This is an optimization exercise on Yosys and OpenROAD, whose aim is small area and few clock cycles per item, not a production implementation. The RTL was checked by simulation tests, not by an equivalence proof against the original design. Power is estimated from default activity; no workload was simulated.

==> design/flow/design.v <==
module rs_pair_enc (
    input  wire       clk,
    input  wire       rst,
    input  wire       in_valid,
    output wire       in_ready,
    input  wire [9:0] in_sym,
    output wire       out_valid,
    input  wire       out_ready,
    output wire [9:0] out_sym,
    output wire       out_last
);
    localparam NMSG = 1040;               
    localparam NSYM = 1088;               
    localparam [239:0] GEN = {
        10'h008, 10'h038, 10'h058, 10'h058, 10'h221, 10'h037, 10'h116, 10'h23c,
        10'h1e5, 10'h138, 10'h2ca, 10'h0f1, 10'h022, 10'h161, 10'h25a, 10'h020,
        10'h016, 10'h1de, 10'h166, 10'h214, 10'h1cc, 10'h0b4, 10'h10e, 10'h21e
    };
    function [9:0] gf_mul;
        input [9:0] a;
        input [9:0] b;
        integer i;
        reg [9:0] acc;
        reg [9:0] sh;
        begin
            acc = 10'd0;
            sh  = a;
            for (i = 0; i < 10; i = i + 1) begin
                if (b[i])
                    acc = acc ^ sh;
                sh = {sh[8:0], 1'b0} ^ (sh[9] ? 10'h009 : 10'h000);
            end
            gf_mul = acc;
        end
    endfunction
    reg  [10:0]  cnt;                     
    reg  [239:0] par_a;                   
    reg  [239:0] par_b;
    wire in_msg   = (cnt < NMSG);
    wire sel_b    = cnt[0];               
    wire xfer     = out_valid && out_ready;
    assign in_ready  = in_msg && out_ready;
    assign out_valid = in_msg ? in_valid : 1'b1;
    assign out_sym   = in_msg ? in_sym : (sel_b ? par_b[239:230] : par_a[239:230]);
    assign out_last  = (cnt == NSYM - 1);
    wire [9:0]   fb_a = in_sym ^ par_a[239:230];
    wire [9:0]   fb_b = in_sym ^ par_b[239:230];
    wire [239:0] next_a;
    wire [239:0] next_b;
    genvar g;
    generate
        for (g = 0; g < 24; g = g + 1) begin : lfsr
            if (g == 0) begin : low
                assign next_a[9:0] = gf_mul(fb_a, GEN[9:0]);
                assign next_b[9:0] = gf_mul(fb_b, GEN[9:0]);
            end else begin : high
                assign next_a[10*g +: 10] = par_a[10*(g-1) +: 10] ^ gf_mul(fb_a, GEN[10*g +: 10]);
                assign next_b[10*g +: 10] = par_b[10*(g-1) +: 10] ^ gf_mul(fb_b, GEN[10*g +: 10]);
            end
        end
    endgenerate
    always @(posedge clk) begin
        if (rst) begin
            cnt   <= 11'd0;
            par_a <= 240'd0;
            par_b <= 240'd0;
        end else if (xfer) begin
            if (in_msg) begin
                if (sel_b) par_b <= next_b;
                else       par_a <= next_a;
            end else begin
                if (sel_b) par_b <= {par_b[229:0], 10'd0};
                else       par_a <= {par_a[229:0], 10'd0};
            end
            cnt <= out_last ? 11'd0 : cnt + 11'd1;
        end
    end
endmodule
==> design/flow/run.sh <==
#!/bin/bash
# synth_recipe.tcl (not shown) runs the flow's synth.tcl, then flattens the netlist and writes it again
# the make line also repeats each setting of config.mk as NAME=value (left out here)
make -C /OpenROAD-flow-scripts/flow DESIGN_CONFIG=/design/flow/config.mk WORK_HOME=/design/flow/orfs CLKGATE_MAP_FILE= SYNTH_SCRIPT=/design/flow/synth_recipe.tcl finish
==> design/flow/config.mk <==
export PLATFORM = sky130hd
export DESIGN_NAME = rs_pair_enc
export DESIGN_NICKNAME = rs_pair_enc
export VERILOG_FILES = /design/flow/design.v
export SDC_FILE = /design/flow/constraint.sdc
export NUM_CORES = 4
export LEC_CHECK = 0
export CAP_MARGIN = 20
export CORE_MARGIN = 2
export CORE_UTILIZATION = 45
export SLEW_MARGIN = 20
==> design/flow/constraint.sdc <==
create_clock -name core_clock -period 5.0 [get_ports {clk}]
set_input_delay 1.0000 -clock core_clock [delete_from_list [all_inputs] [get_ports {clk}]]
set_output_delay 1.0000 -clock core_clock [all_outputs]
set_load 0.01 [all_outputs]
==> results.cfg <==
[routing]
wirelength_mm = 91.3
drt_iter0_drc = 2218
dr.pass1.iters = 5
via_per_inst = 5.81
wl_per_cell_um = 22.6
vias = 23400
drcViolationCount = 0
ant_nets = 0

[timing]
rsz0062_at_grt = false
hold_viol_final = 0
tightest_slew_ns = 1.09
fin_crit_sh_pct = 83.5
finalClockSkew_ns = 0.0199
fin_crit_ns = 4.18
final_max_slew_viol_count = 0
final-setup-viol-count = 0
tns_ns = 0
slew_headroom_pct = 26.9
max_freq_mhz = 239

[clock_tree]
cts-root-buf = clkbuf_16
postCtsHoldBufs = 0
cts_tree = built
cts_sinks = 491
postCtsSetupBuffers = 0
clk_pin_slew_ns = 0.06
cts_made_buffers = 55
cts_max_path_buffers = 3
clkLatencyLatePin_ns = 0.63
h-tree-depth = 2
cts_resized = 0

[power_and_ir_drop]
p_leak_nw = 12.5
ir_drop_uv = 267
power_density_mw_per_mm2 = 484

[die]
start_util_pct = 45.6
fp-row-count = 93
chipWidth_um = 260
die_h_um = 260
core_mm2 = 0.0646
dieArea_mm2 = 0.0675
io_pins = 27

[job]
cap_violations = 0

[setup_path]
cp-end-kind = primary output
required_ns = 4.00
crit_fanout = 17
startpoint_type = flop
crit_type = flop to primary output
worstPathArrival_ns = 3.18

[yosys]
synth_area_leaders = dfxtp_1, xnor2_1, xnor3_1
syn_nets = 3222
synth-main-ff-cell = dfxtp_1
synth_edf_count = 0
yosys-top-cells-count = nor2_1, dfxtp_1, xnor2_1
synthArstFlopShare_pct = 0
synth.top_cell.area_share_pct = 33.4
yosysUniqueCellTypes = 48
yosysWarnings = 1
yosys.area.top_type = dfxtp_1
ys_ff_latch = 491
synth_most_common_cell = nor2_1
synth_area_mm2 = 0.0294
syn_avg_cell_area_um2 = 9.18
synthCells = 3207
seq_area_frac_synth_pct = 33.4

[grt]
antenna_found_initial = 0
grt_pass1_wl_mm = 138
grt_pass1_vias = 22000
grt_overflow_total = 0
grtUsageTotal_pct = 26.8
grt_max_degree = 184

[placement]
dp_hpwl_mm = 61.2
gp_congestion = 0.903
io_buffers = 26

[layout]
syn_to_final_growth_pct = 11.1
drive_above_1_share_pct = 9.17
diodes = 0
post-route-util_pct = 50.7
seq_area_mm2 = 0.00983
num-nets-final = 3146
multiInputGateArea_mm2 = 0.0186
nFillCells = 5956

[run_status]
status = no timing/DRC/antenna violations

[worst_hold_path]
hold_path_class = flop to flop
[logic make-up after synthesis]
family / count (synthesis) / share of synthesized area (%)
compound gates: 685 / 16.2
xor+xnor: 795 / 31.6
fa+ha+maj: 1 / 0.0425
buf+inv: 279 / 3.84
flops: 491 / 33.4
mux: 45 / 1.54
simple gates: 911 / 13.4
[sequential cells by signal, indices dropped and copies added, names as in the netlist]
name,count
par_b,240
par_a,240
cnt,11
[worst paths after layout]
kind                         startpoint                       to  slack [ns]  depth (start not counted)
setup / recovery    cnt[6]$_SDFFE_PP0P_               out_sym[8]        0.82                          6
hold reg to reg   par_a[9]$_SDFFE_PP0P_    par_a[9]$_SDFFE_PP0P_        0.46                          2
setup reg to reg    cnt[6]$_SDFFE_PP0P_  par_a[157]$_SDFFE_PP0P_        1.62                          8
hold / removal    par_a[9]$_SDFFE_PP0P_    par_a[9]$_SDFFE_PP0P_        0.46                          2
[through the flow]
stage	instance area, µm²	hold slack, ns	power (mW)	cells	setup WS [ns]
final	32700	0.462	15.8	4030	0.824
after global routing	32700	0.482	16.6	4030	0.621
after CTS	32700	0.465	15.8	4030	0.771
after detailed placement	30800	0.457	11.5	3929	0.423
after global placement	30800	0.446	11.5	3929	0.406
after floorplan	29400	0.434	9.72	3207	1.74
[layer usage]
layer  up-vias  wire length [µm]  GRT usage, %
li1      11000                 -             -
met1     11300             43000          40.6
met2       882             37800          38.8
met3       154              7860          4.30
met4         0              2550          7.87
met5         -                 0             0
[cells in the final DEF, fill, tap and decap left out, drive strengths merged, types with 4 or more instances in the layout]
| cell | instances |
|---|---|
| a211oi | 284 |
| or3 | 158 |
| nand3 | 13 |
| a311oi | 147 |
| buf | 119 |
| nor2 | 590 |
| nand2 | 110 |
| clkinv | 15 |
| a21oi | 23 |
| xnor3 | 130 |
| a31oi | 12 |
| and2 | 9 |
| and3 | 4 |
| xor2 | 146 |
| mux2i | 42 |
| xnor2 | 513 |
| xor3 | 6 |
| bufinv | 5 |
| o21ai | 196 |
| clkbuf | 78 |
| or2 | 16 |
| a22oi | 11 |
| dfxtp | 491 |
| clkdlybuf4s50 | 25 |
[cell type report]
type,count,area share [%]
multi-input cells,2437,57.0
flip-flops and latches,491,30.0
inverters,2,0.0229
repair buffers,144,3.98
well taps,855,3.27
clock buffers,78,4.90
clock inverters,23,0.807
[critical path, stage by stage, from the launching register on]
cell and delay (ns):
dfxtp_1 0.32, or4_1 0.61, o31ai_4 0.54, buf_4 0.35, nand2_1 0.07, o21ai_0 0.10
clkdlybuf4s50_1 0.56
[where the power goes]
part | switching (mW) | internal, mW | total, mW | leakage [nW]
Clock | 1.76 | 2.49 | 4.25 | 0.926
Sequential | 0.241 | 4.20 | 4.44 | 4.01
Combinational | 3.80 | 3.34 | 7.14 | 7.55
Total | 5.80 | 10.0 | 15.8 | 12.5
Testbench counts, summed over its fixed seeds: cycles 19,584, items 18.

==> separate check: timing with driven ports <==
Ports are ideal in the flow. The routed layout listed here was re-timed in OpenROAD.
Step 1: set_driving_cell puts a clkbuf_16 on clk and a buf_2 on each other input, an assumption about the parent block.
Step 2 moves the port delays by t, midway between the first and last clock arrival at a register: inputs arrive t later, outputs are due t later. That takes back most of the time a late clock gives input paths.
Three values: ideal, step 1, step 2; two values: the first two.
shift t [ns]: 0.683
setup slack, ns: 0.824 / 0.758 / 0.308
hold slack, ns: 0.462 / 0.462 / 0.462
worst setup path at the end: input to register
worst data-port slew with drivers (ns): 0.05
After both steps this run still meets setup and hold. For this run, drivers alone change the setup slack by -0.066 ns; drivers and shift together by -0.516 ns.
